Source: an optimization exercise on an open RTL-to-GDS flow (aim: small area, a short achievable clock period and few clock cycles per item). Production flows keep margins and buffers that such runs may drop.
In this exercise RTL edits were held to simulation tests only and were not proved equivalent to the original.

==> flow/design.v, too long to show whole: its modules and the start of the top module <==
// module lk7_svf: 182 lines
// module benc: 72 lines
// module bmt1: 1787 lines
// module bmt2: 1656 lines
// module padd30: 194 lines
// module padd35: 227 lines
// module padd33: 211 lines
module lk7_svf (
    input  wire        clk,
    input  wire        rst,
    input  wire        in_valid,
    output wire        in_ready,
    input  wire        in_ch,
    input  wire        in_clr,
    input  wire [1:0]  in_mode,
    input  wire [1:0]  in_nsec,
    input  wire [31:0] in_x,
    input  wire [31:0] in_a1,
    input  wire [31:0] in_a2,
    input  wire [31:0] in_a3,
    input  wire [31:0] in_k,
    output wire        out_valid,
    output wire [31:0] out_y
);
  // ...
==> flow/flow/run.sh <==
#!/bin/bash
# Own flow: the standard layout (standard.sh) unchanged, except that
# OpenROAD's repair_timing is asked to keep SETUP_SLACK_MARGIN ns of setup
# slack at the design's clock, so that it sizes the critical paths for a
# shorter achieved period.  Clock, constraints and steps are the standard ones.
set -euo pipefail
export SETUP_SLACK_MARGIN=11
bash standard.sh > standard.log 2>&1
==> flow/standard.sh <==
#!/bin/bash
# synth_recipe.tcl (not shown) runs the flow's synth.tcl, then flattens the netlist and writes it again
# the make line also repeats each setting of config.mk as NAME=value (left out here)
make -C /OpenROAD-flow-scripts/flow DESIGN_CONFIG=/design/flow/config.mk WORK_HOME=/design/flow/orfs CLKGATE_MAP_FILE= SYNTH_SCRIPT=/design/flow/synth_recipe.tcl "${@:-finish}"
==> flow/config.mk <==
export PLATFORM = sky130hd
export DESIGN_NAME = lk7_svf
export DESIGN_NICKNAME = lk7_svf
export VERILOG_FILES = /design/flow/design.v
export SDC_FILE = /design/flow/constraint.sdc
export NUM_CORES = 4
export LEC_CHECK = 0
export ABC_AREA = 1
export CAP_MARGIN = 20
export CORE_MARGIN = 2
export CORE_UTILIZATION = 40
export PLACE_DENSITY = 0.6
export SLEW_MARGIN = 20
==> flow/constraint.sdc <==
create_clock -name core_clock -period 20.0 [get_ports {clk}]
set_input_delay 4.0000 -clock core_clock [delete_from_list [all_inputs] [get_ports {clk}]]
set_output_delay 4.0000 -clock core_clock [all_outputs]
set_load 0.01 [all_outputs]
==> flow_summary.json, run 1 <==
{
  "cts_sinks": 686,
  "rr_endpoint": "oy_r[2]",
  "min_path_type": "reg2reg",
  "dieArea_mm2": 0.2294,
  "nNetsFinal": 13190,
  "drive_gt1_share_pct": 9.519,
  "layout_commonest_cell": "nand2_1",
  "clockBufferCount": 108,
  "hold_end": "ic2_q[0][0]",
  "diodes": 13,
  "crit_start": "dop_r[22]",
  "synth_adder_area_share_pct": 30.00,
  "die_h_um": 478.9,
  "wl_met3_um": 60900,
  "post_cts_buffers": 56,
  "synthXorXnorAreaFrac_pct": 11.29,
  "synth-seq-area-share_pct": 17.71,
  "nNonClkBuffers": 611,
  "netlist_instances": 11590,
  "yosys-top-cells-count": "nand2_1 (2,294), inv_1 (1,877), fa_1 (1,115)",
  "n_fill_cell": 21740,
  "critPathTopFamily": "adder cells",
  "fin_util_pct": 46.65,
  "place_area_mm2": 0.09542,
  "wl_met2_um": 175000,
  "grt_use_met2_pct": 51.66,
  "worst-path-max-fanout": 27,
  "cp.arrival_ns": 9.56,
  "slowest_stage": "o21ai_2",
  "port_buffers": 202,
  "synth_seq_cells": 686,
  "path_buf_inv": 10,
  "yosysTopAreaCell": "fa_1",
  "tap_cells": 2992,
  "status": "finished clean",
  "synth_top_cell_area_share_pct": 24.74,
  "via_count": 87920
}
Testbench counts, summed over its fixed seeds: cycles 35,549, items 9,600.
==> module lk7_svf, before the edit <==
module lk7_svf (
    input  wire        clk,
    input  wire        rst,
    input  wire        in_valid,
    output wire        in_ready,
    input  wire        in_ch,
    input  wire        in_clr,
    input  wire [1:0]  in_mode,
    input  wire [1:0]  in_nsec,
    input  wire [31:0] in_x,
    input  wire [31:0] in_a1,
    input  wire [31:0] in_a2,
    input  wire [31:0] in_a3,
    input  wire [31:0] in_k,
    output wire        out_valid,
    output wire [31:0] out_y
);
    function [31:0] sat35;
        input [34:0] v;
        begin
            if (v[34:31] == 4'b0000 || v[34:31] == 4'b1111)
                sat35 = v[31:0];
            else if (v[34])
                sat35 = 32'h8000_0000;
            else
                sat35 = 32'h7FFF_FFFF;
        end
    endfunction
    function [31:0] upd;
        input [34:0] s;
        input [34:0] z;
        input        b;
        begin
            if (!(s[34:31] == 4'b0000 || s[34:31] == 4'b1111))
                upd = s[34] ? 32'h8000_0000 : 32'h7FFF_FFFF;
            else if (z[34:30] == 5'b00000 || z[34:30] == 5'b11111)
                upd = {z[30:0], b};
            else
                upd = z[34] ? 32'h8000_0000 : 32'h7FFF_FFFF;
        end
    endfunction
    reg        vr;
    reg        f_ch, f_clr;
    reg [1:0]  f_mode, f_nsec;
    reg [31:0] f_x, f_a1, f_a2, f_a3, f_k;
    always @(posedge clk) begin
        vr     <= in_valid;
        f_ch   <= in_ch;
        f_clr  <= in_clr;
        f_mode <= in_mode;
        f_nsec <= in_nsec;
        f_x    <= in_x;
        f_a1   <= in_a1;
        f_a2   <= in_a2;
        f_a3   <= in_a3;
        f_k    <= in_k;
    end
    reg        busy;      
    reg        p0, p1, p2;   
    reg        sec;       
    reg        acc;       
    reg        ov_r;
    reg [31:0] oy_r;
    wire go      = ~busy & vr & ~acc;            
    wire act     = busy | go;
    wire pass    = (f_nsec == 2'd0);
    wire lastsec = sec | ~f_nsec[1];
    wire hpn     = f_mode[1];
    wire do_p0   = p0 & (busy | (go & ~pass));
    wire do_p1   = p1;
    wire do_p2   = p2;
    wire sec_end = (p1 & ~hpn) | p2;
    wire done    = (go & pass) | (sec_end & lastsec);
    wire busy_n  = do_p0 | (busy & ~done);
    assign in_ready  = act & (pass | (lastsec & ((p0 & ~hpn) | (p1 & hpn))));
    assign out_valid = ov_r;
    assign out_y     = oy_r;
    reg [31:0] ic1_q [0:3];
    reg [31:0] ic2_q [0:3];
    wire [1:0]  idx  = {f_ch, sec};
    wire [31:0] ic1c = ic1_q[idx];
    wire [31:0] ic2c = ic2_q[idx];
    wire        clr0 = go & f_clr;                
    wire [31:0] ic2g = clr0 ? 32'd0 : ic2c;
    reg  [31:0] dop_r;        
    reg  [31:0] xs_r;         
    reg  [31:0] v2_r;
    reg  [63:0] pa_r, pb_r;   
    wire [31:0] xcur = sec ? xs_r : f_x;
    wire [34:0] v3d;
    wire [32:0] xm;
    wire        g_v3, p_v3, g_xm, p_xm;
    padd35 sub_v3 (.a({{3{xcur[31]}}, xcur}), .b(~{{3{ic2g[31]}}, ic2g}), .cin(1'b1),
                   .s(v3d), .gout(g_v3), .pout(p_v3));
    padd33 sub_xm (.a({xcur[31], xcur}), .b(~(f_mode[0] ? 33'd0 : {v2_r[31], v2_r})), .cin(1'b1),
                   .s(xm), .gout(g_xm), .pout(p_xm));
    wire [31:0] v3_n = sat35(v3d);
    wire [15:0] b_one, b_two, b_neg;
    wire [15:0] b_cor;
    benc enc (.b(dop_r), .one(b_one), .two(b_two), .neg(b_neg), .cor(b_cor));
    wire [31:0] m1 = ({32{p0}} & f_a1) | ({32{p1}} & f_a2) | ({32{p2}} & ~f_k);
    wire [31:0] m2 = ({32{p0}} & f_a2) | ({32{~p0}} & f_a3);
    wire [64:0] c1 = ({65{p0}} & 65'h0_2000_0000)
                   | ({65{p1}} & {pa_r[63], pa_r})
                   | ({65{p2}} & {{33{dop_r[31]}}, dop_r});
    wire [64:0] l1 = {65{p2}} & {{2{xm[32]}}, xm, 30'h1FFF_FFFF};
    wire [64:0] c2 = p0 ? {{3{ic2g[31]}}, ic2g, 30'h2000_0000} : {pb_r[63], pb_r};
    wire [34:0] r1, r2;
    wire        g_r1, p_r1, g_r2, p_r2;
    padd35 neg_r1 (.a(~{{4{ic1c[31]}}, ic1c[31:1]}), .b(35'd0), .cin(~ic1c[0]),
                   .s(r1), .gout(g_r1), .pout(p_r1));
    padd35 neg_r2 (.a(~{{4{ic2c[31]}}, ic2c[31:1]}), .b(35'd0), .cin(~ic2c[0]),
                   .s(r2), .gout(g_r2), .pout(p_r2));
    wire [64:0] s1, s2;
    wire [34:0] z1, z2;
    bmt1 t1 (.a(m1), .one(b_one), .two(b_two), .neg(b_neg), .cor(b_cor), .c(c1), .l(l1), .r(r1), .s(s1), .z(z1));
    bmt2 t2 (.a(m2), .one(b_one), .two(b_two), .neg(b_neg), .cor(b_cor), .c(c2), .r(r2), .s(s2), .z(z2));
    wire [31:0] v1_n  = sat35(s1[64:30]);
    wire [31:0] v2_n  = sat35(s2[64:30]);
    wire [31:0] ic1_n = upd(s1[64:30], z1, ic1c[0]);
    wire [31:0] ic2_n = upd(s2[64:30], z2, ic2c[0]);
    wire [31:0] yv    = p2 ? v1_n : (f_mode[0] ? v1_n : v2_n);
    wire        wr0    = do_p1 & (idx == {in_ch, 1'b0});
    wire [31:0] ic1_nr = in_clr ? 32'd0 : (wr0 ? ic1_n : ic1_q[{in_ch, 1'b0}]);
    integer i;
    always @(posedge clk) begin
        if (do_p0) begin
            pa_r <= s1[63:0];
            pb_r <= s2[63:0];
        end
        if (do_p1)
            v2_r <= v2_n;
        if (sec_end & ~lastsec)
            xs_r <= yv;
        if (do_p0)
            dop_r <= v3_n;
        else if (do_p1 & hpn)
            dop_r <= v1_n;
        else if (sec_end & ~lastsec)
            dop_r <= ic1_q[{f_ch, 1'b1}];
        else
            dop_r <= ic1_nr;
        if (rst) begin
            for (i = 0; i < 4; i = i + 1) begin
                ic1_q[i] <= 32'd0;
                ic2_q[i] <= 32'd0;
            end
        end else if (clr0) begin
            ic1_q[{f_ch, 1'b0}] <= 32'd0;
            ic1_q[{f_ch, 1'b1}] <= 32'd0;
            ic2_q[{f_ch, 1'b0}] <= 32'd0;
            ic2_q[{f_ch, 1'b1}] <= 32'd0;
        end else if (do_p1) begin
            ic1_q[idx] <= ic1_n;
            ic2_q[idx] <= ic2_n;
        end
    end
    always @(posedge clk) begin
        if (rst) begin
            busy <= 1'b0;
            p0   <= 1'b1;
            p1   <= 1'b0;
            p2   <= 1'b0;
            sec  <= 1'b0;
            acc  <= 1'b0;
            ov_r <= 1'b0;
        end else begin
            acc  <= in_ready & in_valid;
            ov_r <= done;
            if (go & pass)
                oy_r <= f_x;
            else if (sec_end & lastsec)
                oy_r <= yv;
            busy <= busy_n;
            p0   <= ~do_p0 & (p0 | sec_end);
            p1   <= do_p0;
            p2   <= do_p1 & hpn;
            if (sec_end)
                sec <= ~lastsec;
        end
    end
endmodule
==> inputs of run 2 (changes only) <==
--- a/flow/design.v
+++ b/flow/design.v
@@ -55,88 +55,88 @@
         f_a3   <= in_a3;
         f_k    <= in_k;
     end
     reg        busy;      
     reg        p0, p1, p2;   
     reg        sec;       
     reg        acc;       
     reg        ov_r;
-    reg [31:0] oy_r;
     wire go      = ~busy & vr & ~acc;            
     wire act     = busy | go;
     wire pass    = (f_nsec == 2'd0);
     wire lastsec = sec | ~f_nsec[1];
     wire hpn     = f_mode[1];
     wire do_p0   = p0 & (busy | (go & ~pass));
     wire do_p1   = p1;
     wire do_p2   = p2;
     wire sec_end = (p1 & ~hpn) | p2;
     wire done    = (go & pass) | (sec_end & lastsec);
     wire busy_n  = do_p0 | (busy & ~done);
     assign in_ready  = act & (pass | (lastsec & ((p0 & ~hpn) | (p1 & hpn))));
     assign out_valid = ov_r;
-    assign out_y     = oy_r;
+    assign out_y     = xo_r;
     reg [31:0] ic1_q [0:3];
     reg [31:0] ic2_q [0:3];
     wire [1:0]  idx  = {f_ch, sec};
     wire [31:0] ic1c = ic1_q[idx];
     wire [31:0] ic2c = ic2_q[idx];
     wire        clr0 = go & f_clr;                
     wire [31:0] ic2g = clr0 ? 32'd0 : ic2c;
     reg  [31:0] dop_r;        
-    reg  [31:0] xs_r;         
-    reg  [31:0] v2_r;
-    reg  [63:0] pa_r, pb_r;   
-    wire [31:0] xcur = sec ? xs_r : f_x;
+    reg  [31:0] xo_r;         
+    reg  [63:0] pa_r;         
+    reg  [63:0] pb_r;         
+    wire [31:0] v2_r = pb_r[31:0];
+    wire [31:0] xcur = sec ? xo_r : f_x;    
     wire [34:0] v3d;
     wire [32:0] xm;
     wire        g_v3, p_v3, g_xm, p_xm;
     padd35 sub_v3 (.a({{3{xcur[31]}}, xcur}), .b(~{{3{ic2g[31]}}, ic2g}), .cin(1'b1),
                    .s(v3d), .gout(g_v3), .pout(p_v3));
-    padd33 sub_xm (.a({xcur[31], xcur}), .b(~(f_mode[0] ? 33'd0 : {v2_r[31], v2_r})), .cin(1'b1),
+    padd33 sub_xm (.a({xo_r[31], xo_r}), .b(~(f_mode[0] ? 33'd0 : {v2_r[31], v2_r})), .cin(1'b1),
                    .s(xm), .gout(g_xm), .pout(p_xm));
     wire [31:0] v3_n = sat35(v3d);
     wire [15:0] b_one, b_two, b_neg;
     wire [15:0] b_cor;
     benc enc (.b(dop_r), .one(b_one), .two(b_two), .neg(b_neg), .cor(b_cor));
-    wire [31:0] m1 = ({32{p0}} & f_a1) | ({32{p1}} & f_a2) | ({32{p2}} & ~f_k);
-    wire [31:0] m2 = ({32{p0}} & f_a2) | ({32{~p0}} & f_a3);
-    wire [64:0] c1 = ({65{p0}} & 65'h0_2000_0000)
+    wire [31:0] m1 = p2 ? ~f_k : f_a2;
+    wire [31:0] m2 = p0 ? f_a1 : f_a3;
+    wire [64:0] c1 = ({65{p0}} & {{3{ic2g[31]}}, ic2g, 30'h2000_0000})
                    | ({65{p1}} & {pa_r[63], pa_r})
                    | ({65{p2}} & {{33{dop_r[31]}}, dop_r});
     wire [64:0] l1 = {65{p2}} & {{2{xm[32]}}, xm, 30'h1FFF_FFFF};
-    wire [64:0] c2 = p0 ? {{3{ic2g[31]}}, ic2g, 30'h2000_0000} : {pb_r[63], pb_r};
-    wire [34:0] r1, r2;
-    wire        g_r1, p_r1, g_r2, p_r2;
-    padd35 neg_r1 (.a(~{{4{ic1c[31]}}, ic1c[31:1]}), .b(35'd0), .cin(~ic1c[0]),
-                   .s(r1), .gout(g_r1), .pout(p_r1));
-    padd35 neg_r2 (.a(~{{4{ic2c[31]}}, ic2c[31:1]}), .b(35'd0), .cin(~ic2c[0]),
-                   .s(r2), .gout(g_r2), .pout(p_r2));
+    wire [64:0] c2 = p0 ? 65'h0_2000_0000 : {pb_r[63], pb_r};
+    wire [34:0] r1 = ~{{4{ic1c[31]}}, ic1c[31:1]};
+    wire [34:0] r2 = ~{{4{ic2c[31]}}, ic2c[31:1]};
     wire [64:0] s1, s2;
     wire [34:0] z1, z2;
-    bmt1 t1 (.a(m1), .one(b_one), .two(b_two), .neg(b_neg), .cor(b_cor), .c(c1), .l(l1), .r(r1), .s(s1), .z(z1));
-    bmt2 t2 (.a(m2), .one(b_one), .two(b_two), .neg(b_neg), .cor(b_cor), .c(c2), .r(r2), .s(s2), .z(z2));
+    bmt1 t1 (.a(m1), .one(b_one), .two(b_two), .neg(b_neg), .c(c1), .l(l1),
+             .r(r1), .e(~ic1c[0]), .s(s1), .z(z1));
+    bmt2 t2 (.a(m2), .one(b_one), .two(b_two), .neg(b_neg), .c(c2),
+             .r(r2), .e(~ic2c[0]), .s(s2), .z(z2));
     wire [31:0] v1_n  = sat35(s1[64:30]);
     wire [31:0] v2_n  = sat35(s2[64:30]);
     wire [31:0] ic1_n = upd(s1[64:30], z1, ic1c[0]);
     wire [31:0] ic2_n = upd(s2[64:30], z2, ic2c[0]);
     wire [31:0] yv    = p2 ? v1_n : (f_mode[0] ? v1_n : v2_n);
     wire        wr0    = do_p1 & (idx == {in_ch, 1'b0});
     wire [31:0] ic1_nr = in_clr ? 32'd0 : (wr0 ? ic1_n : ic1_q[{in_ch, 1'b0}]);
     integer i;
     always @(posedge clk) begin
         if (do_p0) begin
-            pa_r <= s1[63:0];
-            pb_r <= s2[63:0];
+            pa_r <= s2[63:0];
+            pb_r <= s1[63:0];
+        end else if (do_p1) begin
+            pb_r[31:0] <= v2_n;
         end
-        if (do_p1)
-            v2_r <= v2_n;
-        if (sec_end & ~lastsec)
-            xs_r <= yv;
+        if ((go & pass) | (do_p0 & ~sec))
+            xo_r <= f_x;
+        else if (sec_end)
+            xo_r <= yv;
         if (do_p0)
             dop_r <= v3_n;
         else if (do_p1 & hpn)
             dop_r <= v1_n;
         else if (sec_end & ~lastsec)
             dop_r <= ic1_q[{f_ch, 1'b1}];
         else
             dop_r <= ic1_nr;
@@ -162,20 +162,16 @@
             p1   <= 1'b0;
             p2   <= 1'b0;
             sec  <= 1'b0;
             acc  <= 1'b0;
             ov_r <= 1'b0;
         end else begin
             acc  <= in_ready & in_valid;
             ov_r <= done;
-            if (go & pass)
-                oy_r <= f_x;
-            else if (sec_end & lastsec)
-                oy_r <= yv;
             busy <= busy_n;
             p0   <= ~do_p0 & (p0 | sec_end);
             p1   <= do_p0;
             p2   <= do_p1 & hpn;
             if (sec_end)
                 sec <= ~lastsec;
         end
     end
@@ -256,16 +252,17 @@
     input  wire [31:0] a,
     input  wire [15:0] one,
     input  wire [15:0] two,
     input  wire [15:0] neg,
     input  wire [15:0] cor,
     input  wire [64:0] c,
     input  wire [64:0] l,
     input  wire [34:0] r,
+    input  wire e,
     output wire [64:0] s,
     output wire [34:0] z
 );
     wire [32:0] pp0;
     assign pp0[0] = ((one[0] & a[0]) | (two[0] & 1'b0)) ^ neg[0];
     assign pp0[1] = ((one[0] & a[1]) | (two[0] & a[0])) ^ neg[0];
     assign pp0[2] = ((one[0] & a[2]) | (two[0] & a[1])) ^ neg[0];
     assign pp0[3] = ((one[0] & a[3]) | (two[0] & a[2])) ^ neg[0];
@@ -2032,26 +2029,27 @@
     wire [64:0] r1 = {fc1218, fc1216, fc1214, fc1212, fc1210, fc1208, fc1206, fc1204, fc1202, fc1200, fc1198, fc1196, fc1194, fc1192, fc1190, fc1188, fc1186, fc1184, fc1182, fc1180, fc1178, fc1176, fc1174, fc1172, fc1170, fc1168, fc1166, fc1164, fc1162, fc1160, fc1158, fc1156, fc1154, fc1152, fc1150, fc1148, fc1146, fc1144, fc1142, fc1140, fc1138, fc1136, fc1134, fc1132, fc1130, fc1128, fc1126, fc1124, fc1122, fc1120, fc1118, fc1116, fc1114, fc1112, fc1110, fc1108, fc1106, fc1104, fc1102, fc1100, fc1098, fc1096, fc1094, hc1092, l[0]};
     wire c30, plo;
     padd30 alo (.a(r0[29:0]), .b(r1[29:0]), .cin(1'b0), .s(s[29:0]), .gout(c30), .pout(plo));
     wire ghi, phi;
     padd35 ahi (.a(r0[64:30]), .b(r1[64:30]), .cin(c30), .s(s[64:30]), .gout(ghi), .pout(phi));
     wire [34:0] us = r0[64:30] ^ r1[64:30] ^ r;
     wire [34:0] uc = (r0[64:30] & r1[64:30]) | (r0[64:30] & r) | (r1[64:30] & r);
     wire gz, pz;
-    padd35 az (.a(us), .b({uc[33:0], 1'b0}), .cin(c30), .s(z), .gout(gz), .pout(pz));
+    padd35 az (.a(us), .b({uc[33:0], e}), .cin(c30), .s(z), .gout(gz), .pout(pz));
 endmodule
 module bmt2 (
     input  wire [31:0] a,
     input  wire [15:0] one,
     input  wire [15:0] two,
     input  wire [15:0] neg,
     input  wire [15:0] cor,
     input  wire [64:0] c,
     input  wire [34:0] r,
+    input  wire e,
     output wire [64:0] s,
     output wire [34:0] z
 );
     wire [32:0] pp0;
     assign pp0[0] = ((one[0] & a[0]) | (two[0] & 1'b0)) ^ neg[0];
     assign pp0[1] = ((one[0] & a[1]) | (two[0] & a[0])) ^ neg[0];
     assign pp0[2] = ((one[0] & a[2]) | (two[0] & a[1])) ^ neg[0];
     assign pp0[3] = ((one[0] & a[3]) | (two[0] & a[2])) ^ neg[0];
@@ -3688,17 +3686,17 @@
     wire [64:0] r1 = {hc1088, fc1086, fc1084, fc1082, fc1080, fc1078, fc1076, fc1074, fc1072, fc1070, fc1068, fc1066, fc1064, fc1062, fc1060, fc1058, fc1056, fc1054, fc1052, fc1050, fc1048, fc1046, fc1044, fc1042, fc1040, fc1038, fc1036, fc1034, fc1032, fc1030, fc1028, fc1026, fc1024, fc1022, fc1020, fc1018, fc1016, fc1014, fc1012, fc1010, fc1008, fc1006, fc1004, fc1002, fc1000, fc998, fc996, fc994, fc992, fc990, fc988, fc986, fc984, fc982, fc980, fc978, fc976, fc974, fc972, fc970, fc968, fc966, hc964, hc962, c[0]};
     wire c30, plo;
     padd30 alo (.a(r0[29:0]), .b(r1[29:0]), .cin(1'b0), .s(s[29:0]), .gout(c30), .pout(plo));
     wire ghi, phi;
     padd35 ahi (.a(r0[64:30]), .b(r1[64:30]), .cin(c30), .s(s[64:30]), .gout(ghi), .pout(phi));
     wire [34:0] us = r0[64:30] ^ r1[64:30] ^ r;
     wire [34:0] uc = (r0[64:30] & r1[64:30]) | (r0[64:30] & r) | (r1[64:30] & r);
     wire gz, pz;
-    padd35 az (.a(us), .b({uc[33:0], 1'b0}), .cin(c30), .s(z), .gout(gz), .pout(pz));
+    padd35 az (.a(us), .b({uc[33:0], e}), .cin(c30), .s(z), .gout(gz), .pout(pz));
 endmodule
 module padd30 (
     input  wire [29:0] a,
     input  wire [29:0] b,
     input  wire cin,
     output wire [29:0] s,
     output wire gout,
     output wire pout
==> flow/flow/run.sh (replaced) <==
#!/bin/bash
# Own flow: the standard layout (standard.sh) unchanged, except that
# OpenROAD's repair_timing is asked to keep SETUP_SLACK_MARGIN ns of setup
# slack at the design's clock, so that it sizes the critical paths for a
# shorter achieved period.  Clock, constraints and steps are the standard ones.
set -euo pipefail
export SETUP_SLACK_MARGIN=12
bash standard.sh > standard.log 2>&1
==> flow_summary.json, run 2 <==
{
  "status": "finished clean",
  "drc": 0,
  "syn_area_per_cell_um2": 7.793,
  "netlist_instances": 11160,
  "rsz0062_at_grt": "true",
  "routedWlPerCell_um": 33.56,
  "synth_top_family_by_area": "adder cells",
  "top_regs": "ic1_q: 128 flops, ic2_q: 128 flops",
  "dieArea_mm2": 0.2212,
  "end_kind": "flip-flop",
  "async_flop_share_pct": 0,
  "cp.arrival_ns": 9.37,
  "final_cells": 14570,
  "clock_skew_ns": 0.1315,
  "hold_viol_final": 0,
  "cts_hold_buf": 0,
  "synth-seq-area-share_pct": 16.16,
  "synth.most_common_cell": "nand2_1",
  "row_count": 171,
  "cts_root_buffer": "clkbuf_16",
  "grt_usage_pct": 42.24,
  "cts_sinks": 622,
  "synthFlopType": "dfxtp_1",
  "min_path_type": "reg2reg",
  "ant_nets": 0,
  "grt_pass1_wl_um": 669900,
  "core_mm2": 0.2165,
  "cts.path.max_buffers": 3,
  "place_hpwl_um": 300900,
  "port_buffers": 202,
  "muxShareOfSynthArea_pct": 0.2662,
  "die_h_um": 470.3,
  "start_kind": "flip-flop",
  "max_stage_delay_ns": 0.99,
  "worst-path-max-fanout": 8,
  "syn_nets": 12820,
  "placed_cells": 13640,
  "setup_violations": 0,
  "grt_pass1_vias": 89200,
  "start_util_pct": 40.16,
  "synth_compound_area_share_pct": 15.41,
  "post-place-ws_ns": 8.683,
  "area_growth_pct": 32.01,
  "worst_slack_ns": 11.29,
  "synth_seq_cells": 622,
  "die_w_um": 470.3,
  "grt_max_degree": 71,
  "synth.area.top_cells": "fa_1 (26%), dfxtp_1 (11%), xor2_1 (11%)",
  "path_clk_slew_ns": 0.06,
  "post-route-min-period_ns": 8.708,
  "tightest_slew_ns": 1.320,
  "fin_crit_sh_pct": 43.54,
  "drtIter0Drc": 14850,
  "slowest_stage": "o211ai_1",
  "wl_um": 489200,
  "final_cell_mix": "inv_1 (1,685), nand2_1 (1,613), fa_1 (1,048)",
  "boundaryPins": 203,
  "worstSkewPairLatency_ns": 0.80,
  "place.gp.congestion": 1.041,
  "synth_cell_types": 65,
  "via_per_inst": 6.341,
  "synth_area_mm2": 0.08696,
  "via_count": 92410,
  "drive_gt1_share_pct": 23.79,
  "synthXorXnorAreaFrac_pct": 11.49,
  "yosysTopAreaCell": "fa_1",
  "synth_top_cell_area_share_pct": 25.71,
  "drv_cap": 0,
  "crit_required_ns": 20.66,
  "critical_path_class": "reg2reg",
  "ys_warn_count": 1,
  "layout_commonest_cell": "inv_1",
  "clock.fmax_mhz": 114.8,
  "yosys-top-cells-count": "nand2_1 (1,993), inv_1 (1,844), fa_1 (1,117)",
  "relSlewSlack_pct": 11.05,
  "synth_edf_count": 160,
  "maxSlewViolCount": 0,
  "tns_ns": 0,
  "synth-simple-area-share_pct": 13.67,
  "htreeDepth": 3,
  "nNetsFinal": 13290,
  "grt_overflow": 0,
  "drtPass1Iterations": 13,
  "cts_tree": "built",
  "cts_made_buffers": 76,
  "synth_adder_area_share_pct": 31.14,
  "antenna_found_initial": 43
}
## run 2: cell types whose count changed after synthesis, sizes merged, moves of 29 or more
cell | previous run | this run
a21oi | 539 | 600
a221oi | 40 | 11
a31oi | 11 | 44
and2 | 34 | 1
edfxtp | 224 | 160
nand2 | 2339 | 2045
nand3 | 416 | 305
nor2 | 550 | 501
o21ai | 386 | 431
## run 2: final timing paths
| path | slack, ns | start | cells past startpoint | end |
|---|---|---|---|---|
| max reg2reg | 11.29 | sec | 38 | ic1_q[2][12] |
| min | 0.46 | ic1_q[1][29] | 2 | ic1_q[1][29] |
| min reg2reg | 0.46 | ic1_q[1][29] | 2 | ic1_q[1][29] |
| max | 11.29 | sec | 38 | ic1_q[2][12] |
## run 2: final cells by class
type / count / area [um2]
Timing Repair inverter: 26 / 311.5
Antenna cell: 34 / 85.08
Clock buffer: 106 / 2167
Sequential cell: 622 / 14150
Clock inverter: 29 / 371.6
Fill cell: 19540 / 101700
Tap cell: 2854 / 3571
Inverter: 1888 / 7632
Multi-Input combinational cell: 7859 / 71180
Timing Repair Buffer: 1156 / 15330
## run 2: cells by family (layout without fill, tap and decap cells)
family,after synthesis,in the layout
muxes,23,23
xor gates and xnor gates,1140,1140
AOI/OAI and AO/OA,2255,2256
other,0,34
adders and majority gates,1494,1494
and+or+nand+nor,2938,2946
DFF,622,622
buffers and inverters,2687,3205
## run 2: repair_timing
| item | CTS | global route |
|---|---|---|
| pin swaps | 442 | 460 |
| setup endpoints to repair | 429 | 360 |
| resized for setup | 1904 | 765 |
| gates cloned | 141 | 27 |
| buffers inserted | 421 | 170 |
## run 2: per-layer routing
| metal | GRT usage, % | up-vias | wire length, um | share of wire, % |
|---|---|---|---|---|
| li1 | - | 36580 | - | - |
| met1 | 49.67 | 45010 | 167000 | 34 |
| met2 | 57.36 | 8123 | 188400 | 39 |
| met3 | 21.14 | 2652 | 80080 | 16 |
| met4 | 33.59 | 40 | 52530 | 11 |
| met5 | 3.266 | - | 1182 | 0.24 |
## run 2: critical path, delay by kind of cell (launching register included)
kind / cells / cell delay [ns]
AO/OA/AOI/OAI: 4 / 1.56
adder cells (fa/ha/maj): 8 / 3.94
buffers and inverters: 9 / 0.85
flip-flops: 1 / 0.48
AND/OR/NAND/NOR: 17 / 1.75
## run 2: metrics by stage
stage	utilization [%]	hold WS, ns	cell area [um2]
2_1_floorplan	-	0.4401	87100
3_3_place_gp	42.22	0.4485	91410
3_5_place_dp	42.23	0.4522	91440
4_1_cts	50.54	0.4590	109400
5_1_grt	52.99	0.4803	114700
6_report	53.02	0.4640	114800
Testbench counts of run 2, summed over its fixed seeds: cycles 35,549, items 9,600.
==> inputs of run 3 (changes only) <==
--- a/flow/design.v
+++ b/flow/design.v
@@ -61,4 +61,5 @@
     reg        acc;       
     reg        ov_r;
+    reg        rdy_r;     
     wire go      = ~busy & vr & ~acc;            
     wire act     = busy | go;
@@ -72,5 +73,12 @@
     wire done    = (go & pass) | (sec_end & lastsec);
     wire busy_n  = do_p0 | (busy & ~done);
-    assign in_ready  = act & (pass | (lastsec & ((p0 & ~hpn) | (p1 & hpn))));
+    wire p0_n    = ~do_p0 & (p0 | sec_end);
+    wire p1_n    = do_p0;
+    wire sec_n   = sec_end ? ~lastsec : sec;
+    wire go_n    = ~busy_n & in_valid & ~(rdy_r & in_valid);
+    wire rdy_n   = (busy_n | go_n)
+                 & ((in_nsec == 2'd0)
+                    | ((sec_n | ~in_nsec[1]) & ((p0_n & ~in_mode[1]) | (p1_n & in_mode[1]))));
+    assign in_ready  = rdy_r;
     assign out_valid = ov_r;
     assign out_y     = xo_r;
@@ -165,13 +173,14 @@
             acc  <= 1'b0;
             ov_r <= 1'b0;
+            rdy_r <= 1'b0;
         end else begin
+            rdy_r <= rdy_n;
             acc  <= in_ready & in_valid;
             ov_r <= done;
             busy <= busy_n;
-            p0   <= ~do_p0 & (p0 | sec_end);
-            p1   <= do_p0;
+            p0   <= p0_n;
+            p1   <= p1_n;
             p2   <= do_p1 & hpn;
-            if (sec_end)
-                sec <= ~lastsec;
+            sec  <= sec_n;
         end
     end
--- a/flow/flow/run.sh
+++ b/flow/flow/run.sh
@@ -5,4 +5,4 @@
 # shorter achieved period.  Clock, constraints and steps are the standard ones.
 set -euo pipefail
-export SETUP_SLACK_MARGIN=12
+export SETUP_SLACK_MARGIN=11
 bash standard.sh > standard.log 2>&1
==> flow_summary.json, run 3 <==
{
  "status": "finished clean",
  "async_flop_share_pct": 0,
  "wl_met2_um": 181700,
  "critPathTopFamily": "adder cells",
  "ys_warn_count": 1,
  "synth-seq-area-share_pct": 16.25,
  "nNetsFinal": 12730,
  "cts_sinks": 623,
  "crit_required_ns": 20.63,
  "rsz0062_at_grt": "true",
  "hold_viol_final": 0,
  "path_clk_slew_ns": 0.07,
  "synth.area.top_cells": "fa_1 (26%), dfxtp_1 (11%), xor2_1 (10%)",
  "wl_met1_um": 163600,
  "relSlewSlack_pct": 11.29,
  "wl_um": 448200,
  "yosys-top-cells-count": "nand2_1 (1,965), inv_1 (1,808), fa_1 (1,117)",
  "worst-path-max-fanout": 25,
  "maxSlewViolCount": 0,
  "die_h_um": 469.3,
  "tightest_slew_ns": 1.321,
  "worst_slack_ns": 10.88,
  "end_kind": "flip-flop",
  "port_buffers": 202,
  "drive_gt1_share_pct": 10.89,
  "setup_violations": 0,
  "ant_nets": 0,
  "top_regs": "ic1_q: 128 flops, ic2_q: 128 flops",
  "holdPathStages": 2,
  "grt_usage_pct": 38.28,
  "via_per_inst": 6.161,
  "hold_end": "ic2_q[1][16]",
  "layout_commonest_cell": "nand2_1",
  "max_stage_delay_ns": 0.96,
  "syn_nets": 12770,
  "clock.fmax_mhz": 109.6,
  "drtPass1Iterations": 7,
  "drc": 0,
  "worstSkewPairLatency_ns": 0.79,
  "wl_met3_um": 63920,
  "drv_cap": 0,
  "drtIter0Drc": 12680,
  "routedWlPerCell_um": 32.04,
  "rr_endpoint": "xo_r[2]",
  "fin_util_pct": 47.10,
  "synth_top_cell_area_share_pct": 25.82,
  "cts_tree": "built",
  "cp.arrival_ns": 9.75,
  "critical_path_class": "reg2reg",
  "r2r_setup_slack_ns": 10.88,
  "via_count": 86190,
  "synth_edf_count": 160,
  "rr_worst_depth": 30,
  "cts_made_buffers": 82,
  "grt_pass1_vias": 81940,
  "netlist_instances": 11110,
  "area_growth_pct": 16.85,
  "boundaryPins": 203,
  "syn_area_per_cell_um2": 7.795,
  "cts_hold_buf": 0,
  "start_util_pct": 40.31,
  "synthFlopType": "dfxtp_1",
  "synth_area_mm2": 0.08659,
  "grt_pass1_wl_um": 610000,
  "synth_cell_types": 59,
  "post-route-min-period_ns": 9.124,
  "synth.most_common_cell": "nand2_1",
  "htreeDepth": 3,
  "place.gp.congestion": 1.042,
  "cp.depth": 30,
  "row_count": 170,
  "cts_root_buffer": "clkbuf_16",
  "yosysTopAreaCell": "fa_1",
  "reg2reg_from": "dop_r[3]",
  "path_buf_inv": 7,
  "antenna_found_initial": 16,
  "dieArea_mm2": 0.2202,
  "min_from": "ic2_q[1][16]",
  "grt_max_degree": 121,
  "tns_ns": 0,
  "fin_crit_sh_pct": 45.62,
  "final_cell_mix": "nand2_1 (1,889), inv_1 (1,756), fa_1 (1,084)",
  "slowest_stage": "xor2_1",
  "maxUsedRoutingLayer": "met5",
  "clock_skew_ns": 0.07177,
  "n_fill_cell": 20930,
  "start_kind": "flip-flop",
  "synth_seq_cells": 623,
  "post-place-ws_ns": 8.269,
  "grt_overflow": 0,
  "cts.path.max_buffers": 3,
  "crit_top_cell": "fa_1",
  "min_path_type": "reg2reg",
  "die_w_um": 469.3,
  "place_hpwl_um": 301300,
  "core_mm2": 0.2148
}
[run 3: cell types whose count changed after synthesis, moves of 21 or more]
cell / delta
o211ai_1: -21
nor2_1: +32
nor2_4: +28
a22oi_1: -25
nand2_1: -28
a21oi_1: +21
inv_1: -36
[run 3: stage by stage]
stage	hold WS (ns)	cell area, um2	std cells
after CTS	0.4617	96780	13800
after detailed placement	0.4529	91090	13570
final	0.4612	101200	13990
after global placement	0.4490	91060	13570
after global routing	0.4735	101100	13970
after floorplan	0.4422	86590	11110
[run 3: timing repair]
action | 4_1_cts | 5_1_grt
cloned | 28 | 48
pin swaps | 33 | 124
endpoints found under the setup margin | 416 | 350
setup buffers | 50 | 123
resized for setup | 480 | 551
[run 3: kinds of logic after synthesis]
family / Yosys count / share of synthesized area (%)
xor+xnor: 1138 / 11.53
fa+ha+maj: 1494 / 31.27
buf+inv: 2647 / 11.69
compound gates: 2255 / 15.20
flops: 623 / 16.25
simple gates: 2925 / 13.75
mux: 27 / 0.3121
[run 3: cell type report]
| class | count | area, um2 | area share [%] |
|---|---|---|---|
| repair inverters | 6 | 52.55 | 0.05193 |
| clock buffers | 115 | 2278 | 2.252 |
| diodes | 19 | 47.55 | 0.04699 |
| flip-flops and latches | 623 | 14170 | 14.00 |
| inverters | 1849 | 7331 | 7.245 |
| repair buffers | 652 | 8384 | 8.286 |
| clock inverters | 34 | 425.4 | 0.4204 |
| multi-input cells | 7854 | 64940 | 64.18 |
| well taps | 2838 | 3551 | 3.509 |
[run 3: worst max path at each step]
| stage | startpoint | slack (ns) | to |
|---|---|---|---|
| after floorplan | p2 | 11.12 | dop_r[5] |
| after global placement | p2 | 8.33 | dop_r[3] |
| after detailed placement | p2 | 8.27 | dop_r[3] |
| after CTS | dop_r[13] | 10.97 | dop_r[3] |
| after global routing | p0 | 10.91 | xo_r[2] |
| final | dop_r[3] | 10.88 | xo_r[2] |
[run 3: tightest hold or removal path, cell delays in order (launching register included)]
cell and delay, ns:
dfxtp_1 0.30, nand2_1 0.06, a21oi_1 0.05
[run 3: metal layers]
metal / vias to the layer above / GRT usage, %
li1: 35380 / -
met1: 42090 / 48.99
met2: 6845 / 54.88
met3: 1856 / 13.42
met4: 16 / 24.06
met5: - / 0
Testbench counts of run 3, summed over its fixed seeds: cycles 35,549, items 9,600.
==> inputs of run 4 (changes only) <==
--- a/flow/flow/run.sh
+++ b/flow/flow/run.sh
@@ -5,4 +5,4 @@
 # shorter achieved period.  Clock, constraints and steps are the standard ones.
 set -euo pipefail
-export SETUP_SLACK_MARGIN=11
+export SETUP_SLACK_MARGIN=11.4
 bash standard.sh > standard.log 2>&1
==> flow_summary.json, run 4 <==
{
  "holdPathStages": 2,
  "place.gp.congestion": 1.067,
  "cts_made_buffers": 80,
  "rr_worst_depth": 33,
  "antenna_found_initial": 36,
  "netlist_instances": 11110,
  "final_cell_mix": "nand2_1 (1,762), inv_1 (1,694), fa_1 (1,055)",
  "synth_top_family_by_area": "adder cells",
  "synthXorXnorAreaFrac_pct": 11.53,
  "die_h_um": 469.3,
  "wl_um": 475900,
  "ys_warn_count": 1,
  "cts_hold_buf": 0,
  "via_per_inst": 6.276,
  "drc": 0,
  "worst-path-max-fanout": 10,
  "final_cells": 14250,
  "drive_gt1_share_pct": 16.84,
  "place_hpwl_um": 306200,
  "grt_pass1_wl_um": 637300,
  "row_count": 170,
  "synth_adder_area_share_pct": 31.27,
  "maxSlewViolCount": 0,
  "tns_ns": 0,
  "fin_util_pct": 49.90,
  "drtPass1Iterations": 13,
  "tightest_slew_ns": 1.200,
  "port_buffers": 202,
  "n_fill_cell": 20280,
  "rsz0062_at_grt": "true",
  "crit_required_ns": 20.62,
  "muxShareOfSynthArea_pct": 0.3121,
  "synth_top_cell_area_share_pct": 25.82,
  "cts_root_buffer": "clkbuf_16",
  "placed_cells": 13580,
  "via_count": 89410,
  "clock.fmax_mhz": 114.1,
  "crit_start": "dop_r[3]",
  "layout.area.seq_mm2": 0.01419,
  "grt_pass1_vias": 84020,
  "async_flop_share_pct": 0,
  "clock_skew_ns": 0.09091,
  "boundaryPins": 203,
  "start_kind": "flip-flop",
  "synth_compound_area_share_pct": 15.20,
  "cts.path.max_buffers": 3,
  "syn_area_per_cell_um2": 7.795,
  "htreeDepth": 3,
  "cts_tree": "built",
  "syn_nets": 12770,
  "critical_path_class": "reg2reg",
  "area_growth_pct": 23.79,
  "top_regs": "ic1_q: 128 flops, ic2_q: 128 flops",
  "timing.hold.ws_ns": 0.4297,
  "yosys-top-cells-count": "nand2_1 (1,965), inv_1 (1,808), fa_1 (1,117)",
  "relSlewSlack_pct": 19.41,
  "crit_top_cell": "fa_1",
  "start_util_pct": 40.31,
  "fin_crit_sh_pct": 43.84,
  "cts_sinks": 623,
  "hold_viol_final": 0,
  "core_mm2": 0.2148,
  "die_w_um": 469.3,
  "min_path_type": "reg2reg",
  "drtIter0Drc": 13910,
  "slowest_stage": "xor2_1",
  "synth_area_mm2": 0.08659,
  "grt_usage_pct": 40.39,
  "post-route-min-period_ns": 8.767,
  "status": "finished clean",
  "yosysTopAreaCell": "fa_1",
  "routedWlPerCell_um": 33.40,
  "grt_max_degree": 70,
  "ant_nets": 0,
  "end_kind": "flip-flop",
  "synth-simple-area-share_pct": 13.75,
  "max_stage_delay_ns": 0.77,
  "layout_commonest_cell": "nand2_1",
  "synth_seq_cells": 623,
  "nNetsFinal": 12990,
  "dieArea_mm2": 0.2202,
  "synth_edf_count": 160,
  "setup_violations": 0,
  "path_clk_slew_ns": 0.06,
  "synthFlopType": "dfxtp_1",
  "multi_input_area_mm2": 0.06707,
  "synth_cell_types": 59,
  "synth.area.top_cells": "fa_1 (26%), dfxtp_1 (11%), xor2_1 (10%)",
  "grt_overflow": 0,
  "synth.most_common_cell": "nand2_1",
  "cp.arrival_ns": 9.39,
  "reg2reg_from": "dop_r[3]",
  "worstSkewPairLatency_ns": 0.81,
  "min_from": "rdy_r",
  "drv_cap": 0,
  "synth-seq-area-share_pct": 16.25
}
[run 4: cell counts after synthesis]
No cell type changed its count.
[run 4: cell families (layout without fill, tap and decap cells)]
family,Yosys count,after routing
DFF,623,623
xor gates and xnor gates,1138,1138
other,0,21
buffers and inverters,2647,2914
and+or+nand+nor,2925,2935
AOI/OAI and AO/OA,2255,2257
muxes,27,27
adders and majority gates,1494,1494
[run 4: final cells by class]
cell class                 instances  share of cell area [%]
multi-input combinational       7851                   62.57
tap                             2838                   3.313
clock buffer                     111                   2.128
sequential                       623                   13.24
inverter                        1849                   6.950
clock inverter                    33                  0.4482
antenna                           21                 0.04902
timing repair buffer             904                   11.15
timing repair inverter            17                  0.1587
[run 4: metrics by stage]
| stage | setup WS [ns] | instance area (um2) |
|---|---|---|
| 5_1_grt | 11.17 | 107200 |
| 3_5_place_dp | 8.710 | 91070 |
| 4_1_cts | 11.37 | 100600 |
| 6_report | 11.23 | 107200 |
| 2_1_floorplan | 11.58 | 86590 |
| 3_3_place_gp | 8.707 | 91060 |
[run 4: critical path: cells and delay by family (launching register included)]
| family | cells | cell delay, ns |
|---|---|---|
| adders and majority gates | 7 | 3.55 |
| buffers and inverters | 11 | 1.65 |
| and+or+nand+nor | 7 | 1.05 |
| AOI/OAI and AO/OA | 6 | 1.00 |
| xor gates and xnor gates | 2 | 0.94 |
| DFF | 1 | 0.35 |
[run 4: final timing paths]
path	slack [ns]	endpoint
min reg2reg	0.43	acc
max	11.23	xo_r[4]
min	0.43	acc
max reg2reg	11.23	xo_r[4]
[run 4: metal layers]
layer / GRT usage, % / vias to the layer above / routed length [um]
met5: 1.428 / - / 652
met4: 28.32 / 32 / 46800
met3: 16.88 / 2339 / 73440
met2: 57.09 / 7736 / 188800
met1: 49.36 / 43390 / 166300
li1: - / 35910 / -
[run 4: repair_timing]
action / CTS / global route
gates resized for setup: 860 / 850
pin swaps: 96 / 261
setup endpoints to repair: 420 / 352
cloned: 81 / 55
setup buffers: 145 / 224
==> inputs of run 5 (changes only) <==
--- a/flow/flow/run.sh
+++ b/flow/flow/run.sh
@@ -5,4 +5,4 @@
 # shorter achieved period.  Clock, constraints and steps are the standard ones.
 set -euo pipefail
-export SETUP_SLACK_MARGIN=11.4
+export SETUP_SLACK_MARGIN=11
 bash standard.sh > standard.log 2>&1
--- a/flow/config.mk
+++ b/flow/config.mk
@@ -9,5 +9,5 @@
 export CAP_MARGIN = 20
 export CORE_MARGIN = 2
-export CORE_UTILIZATION = 40
-export PLACE_DENSITY = 0.6
+export CORE_UTILIZATION = 50
+export PLACE_DENSITY = 0.65
 export SLEW_MARGIN = 20
==> flow_summary.json, run 5 <==
{
  "status": "finished clean",
  "maxSlewViolCount": 0,
  "grt_overflow": 0,
  "port_buffers": 202,
  "synth_top_family_by_area": "adder cells",
  "synth_cell_types": 59,
  "crit_required_ns": 20.62,
  "start_util_pct": 50.37,
  "boundaryPins": 203,
  "drtIter0Drc": 13710,
  "place.gp.congestion": 1.049,
  "via_per_inst": 6.414,
  "synthXorXnorAreaFrac_pct": 11.53,
  "ant_nets": 0,
  "critical_path_class": "reg2reg",
  "die_h_um": 420.2,
  "cts_tree": "built",
  "cp.arrival_ns": 9.85,
  "n_fill_cell": 15800,
  "async_flop_share_pct": 0,
  "final_cells": 13440,
  "rr_worst_depth": 30,
  "multi_input_area_mm2": 0.06452,
  "path_clk_slew_ns": 0.06,
  "worst-path-max-fanout": 44,
  "row_count": 152,
  "relSlewSlack_pct": 11.91,
  "crit_top_cell": "fa_1",
  "muxShareOfSynthArea_pct": 0.3121,
  "path_buf_inv": 6,
  "tightest_slew_ns": 1.312,
  "synth_edf_count": 160,
  "syn_area_per_cell_um2": 7.795,
  "grt_pass1_wl_um": 583600,
  "area_growth_pct": 15.57,
  "nNetsFinal": 12720,
  "die_w_um": 420.2,
  "max_stage_delay_ns": 0.77,
  "core_mm2": 0.1719,
  "synth_seq_cells": 623,
  "antenna_found_initial": 25,
  "synth-simple-area-share_pct": 13.75,
  "clock.fmax_mhz": 108.3,
  "yosysTopAreaCell": "fa_1",
  "synth_top_cell_area_share_pct": 25.82,
  "synth_compound_area_share_pct": 15.20,
  "slowest_stage": "xor2_1",
  "via_count": 86190,
  "drtPass1Iterations": 10,
  "clock_skew_ns": 0.07444,
  "yosys-top-cells-count": "nand2_1 (1,965), inv_1 (1,808), fa_1 (1,117)",
  "netlist_instances": 11110,
  "routedWlPerCell_um": 31.72,
  "place_hpwl_um": 289000,
  "ys_warn_count": 1,
  "worstSkewPairLatency_ns": 0.79,
  "rsz0062_at_grt": "true",
  "tns_ns": 0,
  "synth.most_common_cell": "nand2_1",
  "syn_nets": 12770,
  "fin_crit_sh_pct": 46.17,
  "synth-seq-area-share_pct": 16.25,
  "top_regs": "ic1_q: 128 flops, ic2_q: 128 flops",
  "hold_viol_final": 0,
  "dieArea_mm2": 0.1765,
  "synth.area.top_cells": "fa_1 (26%), dfxtp_1 (11%), xor2_1 (10%)",
  "cp.depth": 30,
  "final_cell_mix": "nand2_1 (1,868), inv_1 (1,756), fa_1 (1,091)",
  "fin_util_pct": 58.21,
  "post-place-ws_ns": 8.659,
  "cts_root_buffer": "clkbuf_16",
  "end_kind": "flip-flop",
  "synth_area_mm2": 0.08659,
  "setup_violations": 0,
  "layout_commonest_cell": "nand2_1",
  "holdPathStages": 2,
  "start_kind": "flip-flop",
  "placed_cells": 13040,
  "grt_usage_pct": 45.98,
  "min_path_type": "reg2reg",
  "synthFlopType": "dfxtp_1",
  "drc": 0,
  "drv_cap": 0,
  "drive_gt1_share_pct": 10.55,
  "cts_sinks": 623,
  "wl_um": 426300,
  "grt_pass1_vias": 81840,
  "post-route-min-period_ns": 9.233,
  "worst_slack_ns": 10.77,
  "cts_hold_buf": 0,
  "synth_adder_area_share_pct": 31.27,
  "layout.area.seq_mm2": 0.01416,
  "cts_made_buffers": 77,
  "grt_max_degree": 92,
  "critPathTopFamily": "adder cells",
  "cts.path.max_buffers": 3,
  "htreeDepth": 3
}
## run 5: cell counts after synthesis
No cell type changed its count.
## run 5: stage by stage
step / hold WS (ns) / cell area [um2]
final: 0.4619 / 100100
after detailed placement: 0.4538 / 90400
after floorplan: 0.4422 / 86590
after global routing: 0.4772 / 100000
after global placement: 0.4488 / 90350
after CTS: 0.4632 / 95570
## run 5: path summary, 6_finish.rpt
check                                  start            to  slack [ns]
worst min register to register  ic2_q[1][26]  ic2_q[1][26]        0.46
worst max register to register      dop_r[3]      xo_r[12]       10.77
worst min-delay path            ic2_q[1][26]  ic2_q[1][26]        0.46
worst max-delay path                dop_r[3]      xo_r[12]       10.77
## run 5: logic make-up after synthesis
kind of cell	count (synthesis)
xor gates and xnor gates	1138
adders and majority gates	1494
AOI/OAI and AO/OA	2255
and+or+nand+nor	2925
muxes	27
buffers and inverters	2647
DFF	623
## run 5: tightest hold or removal path: cells and delay by family (launching register included)
kind | cells | cell delay (ns)
AOI/OAI and AO/OA | 1 | 0.05
and+or+nand+nor | 1 | 0.06
DFF | 1 | 0.30
## run 5: final cells by class
class	count	share of cell area, %
repair buffers	649	8.392
clock buffers	102	2.152
diodes	14	0.03501
repair inverters	6	0.03876
inverters	1849	7.395
well taps	2310	2.888
clock inverters	39	0.4801
flip-flops and latches	623	14.15
multi-input cells	7846	64.47
## run 5: per-layer routing
metal / share of wire (%) / global-route usage [%] / vias up
met5: 0.11 / 0.5001 / -
met1: 34 / 56.95 / 41210
met4: 10 / 33.93 / 28
met3: 15 / 16.13 / 2274
li1: - / - / 35330
met2: 40 / 65.89 / 7343
## run 5: what timing repair did
action                                  in CTS  in global routing
endpoints found under the setup margin     417                355
pin swaps                                   20                113
buffers inserted                            48                120
gates resized for setup                    461                545
endpoints found under the hold margin        0                  0
gates cloned                                18                 54
==> inputs of run 6 (changes only) <==
--- a/flow/design.v
+++ b/flow/design.v
@@ -92,7 +92,7 @@
     reg  [31:0] dop_r;        
     reg  [31:0] xo_r;         
-    reg  [63:0] pa_r;         
-    reg  [63:0] pb_r;         
-    wire [31:0] v2_r = pb_r[31:0];
+    reg  [64:0] c1_r;         
+    reg  [64:0] c2_r;         
+    wire [31:0] v2_r = c2_r[31:0];
     wire [31:0] xcur = sec ? xo_r : f_x;    
     wire [34:0] v3d;
@@ -107,18 +107,13 @@
     wire [15:0] b_cor;
     benc enc (.b(dop_r), .one(b_one), .two(b_two), .neg(b_neg), .cor(b_cor));
-    wire [31:0] m1 = p2 ? ~f_k : f_a2;
-    wire [31:0] m2 = p0 ? f_a1 : f_a3;
-    wire [64:0] c1 = ({65{p0}} & {{3{ic2g[31]}}, ic2g, 30'h2000_0000})
-                   | ({65{p1}} & {pa_r[63], pa_r})
-                   | ({65{p2}} & {{33{dop_r[31]}}, dop_r});
+    reg  [31:0] m1, m2;       
     wire [64:0] l1 = {65{p2}} & {{2{xm[32]}}, xm, 30'h1FFF_FFFF};
-    wire [64:0] c2 = p0 ? 65'h0_2000_0000 : {pb_r[63], pb_r};
     wire [34:0] r1 = ~{{4{ic1c[31]}}, ic1c[31:1]};
     wire [34:0] r2 = ~{{4{ic2c[31]}}, ic2c[31:1]};
     wire [64:0] s1, s2;
     wire [34:0] z1, z2;
-    bmt1 t1 (.a(m1), .one(b_one), .two(b_two), .neg(b_neg), .c(c1), .l(l1),
+    bmt1 t1 (.a(m1), .one(b_one), .two(b_two), .neg(b_neg), .c(c1_r), .l(l1),
              .r(r1), .e(~ic1c[0]), .s(s1), .z(z1));
-    bmt2 t2 (.a(m2), .one(b_one), .two(b_two), .neg(b_neg), .c(c2),
+    bmt2 t2 (.a(m2), .one(b_one), .two(b_two), .neg(b_neg), .c(c2_r),
              .r(r2), .e(~ic2c[0]), .s(s2), .z(z2));
     wire [31:0] v1_n  = sat35(s1[64:30]);
@@ -129,11 +124,31 @@
     wire        wr0    = do_p1 & (idx == {in_ch, 1'b0});
     wire [31:0] ic1_nr = in_clr ? 32'd0 : (wr0 ? ic1_n : ic1_q[{in_ch, 1'b0}]);
+    wire [31:0] ic2_nr = in_clr ? 32'd0 : (wr0 ? ic2_n : ic2_q[{in_ch, 1'b0}]);
+    wire [31:0] ic2_s1 = ic2_q[{f_ch, 1'b1}];
     integer i;
     always @(posedge clk) begin
         if (do_p0) begin
-            pa_r <= s2[63:0];
-            pb_r <= s1[63:0];
-        end else if (do_p1) begin
-            pb_r[31:0] <= v2_n;
+            m1 <= f_a2;
+            m2 <= f_a3;
+        end else if (do_p1 & hpn) begin
+            m1 <= ~f_k;
+            m2 <= f_a3;
+        end else if (sec_end & ~lastsec) begin
+            m1 <= f_a2;
+            m2 <= f_a1;
+        end else begin
+            m1 <= in_a2;
+            m2 <= in_a1;
+        end
+        if (do_p0) begin
+            c1_r <= {s2[63], s2[63:0]};
+            c2_r <= {s1[63], s1[63:0]};
+        end else if (do_p1 & hpn) begin
+            c1_r <= {{33{v1_n[31]}}, v1_n};
+            c2_r <= {33'd0, v2_n};
+        end else begin
+            c1_r <= (sec_end & ~lastsec) ? {{3{ic2_s1[31]}}, ic2_s1, 30'h2000_0000}
+                                         : {{3{ic2_nr[31]}}, ic2_nr, 30'h2000_0000};
+            c2_r <= 65'h0_2000_0000;
         end
         if ((go & pass) | (do_p0 & ~sec))
--- a/flow/config.mk
+++ b/flow/config.mk
@@ -9,5 +9,5 @@
 export CAP_MARGIN = 20
 export CORE_MARGIN = 2
-export CORE_UTILIZATION = 50
-export PLACE_DENSITY = 0.65
+export CORE_UTILIZATION = 40
+export PLACE_DENSITY = 0.6
 export SLEW_MARGIN = 20
==> flow_summary.json, run 6 <==
{
  "syn_nets": 13180,
  "multi_input_area_mm2": 0.06600,
  "top_regs": "ic1_q: 128 flops, ic2_q: 128 flops",
  "via_per_inst": 6.109,
  "end_kind": "flip-flop",
  "rr_endpoint": "dop_r[17]",
  "drtPass1Iterations": 12,
  "worstSkewPairLatency_ns": 0.83,
  "drc": 0,
  "critical_path_class": "reg2reg",
  "drv_cap": 0,
  "layout_commonest_cell": "nand2_1",
  "async_flop_share_pct": 0,
  "min_path_type": "reg2reg",
  "dieArea_mm2": 0.2246,
  "max_stage_delay_ns": 0.67,
  "synth_cell_types": 62,
  "min_from": "f_k[4]",
  "layout.area.seq_mm2": 0.01416,
  "slowest_stage": "fa_2",
  "place.gp.congestion": 1.048,
  "ys_warn_count": 1,
  "final_cell_mix": "nand2_1 (2,251), inv_1 (1,777), xor2_1 (1,092)",
  "port_buffers": 202,
  "routedWlPerCell_um": 32.22,
  "grt_usage_pct": 40.00,
  "area_growth_pct": 15.61,
  "grt_max_degree": 117,
  "antenna_found_initial": 38,
  "die_h_um": 473.9,
  "yosys-top-cells-count": "nand2_1 (2,329), inv_1 (1,824), fa_1 (1,117)",
  "fin_crit_sh_pct": 45.59,
  "grt_pass1_vias": 85660,
  "n_fill_cell": 21640,
  "synthFlopType": "dfxtp_1",
  "via_count": 88220,
  "status": "finished clean",
  "holdPathStages": 1,
  "core_mm2": 0.2195,
  "ant_nets": 0,
  "boundaryPins": 203,
  "cts_root_buffer": "clkbuf_16",
  "grt_overflow": 0,
  "clock.fmax_mhz": 109.7,
  "cp.arrival_ns": 9.71,
  "path_clk_slew_ns": 0.07,
  "wl_um": 465300,
  "cts_made_buffers": 86,
  "syn_area_per_cell_um2": 7.670,
  "rr_worst_depth": 39,
  "maxSlewViolCount": 0,
  "post-route-min-period_ns": 9.119,
  "rsz0062_at_grt": "true",
  "drtIter0Drc": 12990,
  "cts.path.max_buffers": 3,
  "die_w_um": 473.9,
  "reg2reg_from": "dop_r[23]",
  "synth_top_cell_area_share_pct": 25.32,
  "synth_seq_cells": 687,
  "crit_top_cell": "nand2_1",
  "post-place-ws_ns": 7.940,
  "place_hpwl_um": 319700,
  "synth.most_common_cell": "nand2_1",
  "relSlewSlack_pct": 10.50,
  "tns_ns": 0,
  "hold_end": "m1[4]",
  "nNetsFinal": 13140,
  "cts_tree": "built",
  "worst_slack_ns": 10.88,
  "r2r_setup_slack_ns": 10.88,
  "drive_gt1_share_pct": 10.07,
  "cts_sinks": 687,
  "setup_violations": 0,
  "netlist_instances": 11520,
  "start_util_pct": 40.24,
  "grt_pass1_wl_um": 641500,
  "synth-seq-area-share_pct": 15.93,
  "crit_required_ns": 20.59,
  "synth.area.top_cells": "fa_1 (25%), dfxtp_1 (15%), xor2_1 (11%)",
  "worst-path-max-fanout": 17,
  "tightest_slew_ns": 1.338,
  "synth_area_mm2": 0.08833,
  "synth_edf_count": 32,
  "start_kind": "flip-flop",
  "yosysTopAreaCell": "fa_1",
  "row_count": 172,
  "hold_viol_final": 0,
  "clock_skew_ns": 0.08754,
  "htreeDepth": 3
}
[run 6: how the worst max path moves through the flow]
| stage | from | endpoint | slack, ns | cells after the start |
|---|---|---|---|---|
| floorplan | dop_r[17] | c1_r[30] | 12.01 | 44 |
| global placement | dop_r[29] | dop_r[17] | 7.94 | 40 |
| detailed placement | dop_r[29] | dop_r[17] | 7.94 | 40 |
| CTS | dop_r[19] | c1_r[45] | 11.00 | 48 |
| global route | dop_r[23] | dop_r[9] | 10.72 | 42 |
| finish | dop_r[23] | dop_r[17] | 10.88 | 39 |
[run 6: critical path: cells and delay by family, from the launching register on]
kind	cells	cell delay, ns
AO/OA/AOI/OAI	5	1.11
AND/OR/NAND/NOR	17	2.20
flip-flops	1	0.40
XOR/XNOR	1	0.21
buffers and inverters	9	1.21
adder cells (fa/ha/maj)	7	3.70
[run 6: final cells by class]
type                       count  area share (%)
timing repair inverter         3         0.01960
inverter                    1857           7.054
clock inverter                42          0.5881
clock buffer                 118           2.432
sequential                   687           13.86
multi-input combinational   8181           64.63
timing repair buffer         656           7.829
tap                         2871           3.518
antenna                       25         0.06126
[run 6: timing repair]
| item | 4_1_cts | 5_1_grt |
|---|---|---|
| endpoints found under the setup margin | 447 | 411 |
| resized for setup | 424 | 287 |
| gates cloned | 49 | 24 |
| buffers inserted | 69 | 108 |
| hold buffers | 0 | 0 |
| pin swaps | 33 | 69 |
[run 6: cells by family (layout without fill, tap and decap cells)]
logic type / Yosys count / after routing / synth area share (%)
compound gates: 2211 / 2213 / 14.65
flops: 687 / 687 / 15.93
mux: 53 / 53 / 0.6006
simple gates: 3213 / 3223 / 14.72
buf+inv: 2661 / 2676 / 11.56
xor+xnor: 1198 / 1198 / 11.88
fa+ha+maj: 1494 / 1494 / 30.66
other cells: 0 / 25 / 0
[run 6: metrics by stage]
step / instance area [um2] / instances / util, % / hold slack [ns]
after floorplan: 88330 / 11520 / - / 0.4232
after global placement: 92740 / 14010 / 42.25 / 0.4388
after detailed placement: 92820 / 14010 / 42.29 / 0.4402
after CTS: 99530 / 14280 / 45.34 / 0.4563
after global routing: 102100 / 14420 / 46.50 / 0.4716
final: 102100 / 14440 / 46.52 / 0.4501
[run 6: layer usage]
layer | part of all wire [%] | track usage [%] | up-vias
met4 | 9.5 | 27.73 | 30
met5 | 0.15 | 0.3677 | -
met2 | 39 | 55.93 | 7069
li1 | - | - | 36390
met3 | 15 | 16.21 | 2076
met1 | 36 | 49.82 | 42660
Testbench counts of run 6, summed over its fixed seeds: cycles 35,549, items 9,600.

==> re-timing with driven ports <==
No port has a modelled driver above. Below, the same layouts with a new extraction and two added sets of constraints.
Step 1, drivers: a clkbuf_16 drives clk and a buf_2 each remaining input, both assumed.
Step 2 adds t to the input delays and takes it off the output delays; t is the mean of the earliest and latest rising clock arrival at the registers after step 1. Input paths then give back, and output paths get back, about the clock's delay inside the block.
Slacks: ideal / step 1 / step 2; pairs: ideal / step 1.
run | t, ns | setup WS [ns] | slew at the worst register clock pin (ns) | pins driven straight from the clock port
run 1 | 0.885 | 10.998 / 10.998 / 10.998 | 0.07 / 0.07 | 1
run 2 | 0.839 | 11.292 / 11.292 / 11.292 | 0.09 / 0.09 | 1
run 3 | 0.854 | 10.876 / 10.876 / 10.876 | 0.07 / 0.07 | 1
run 4 | 0.859 | 11.233 / 11.233 / 11.233 | 0.09 / 0.09 | 1
run 5 | 0.846 | 10.767 / 10.767 / 10.767 | 0.07 / 0.07 | 1
run 6 | 0.886 | 10.881 / 10.881 / 10.881 | 0.08 / 0.08 | 1
After both steps setup and hold are still met in every run listed.
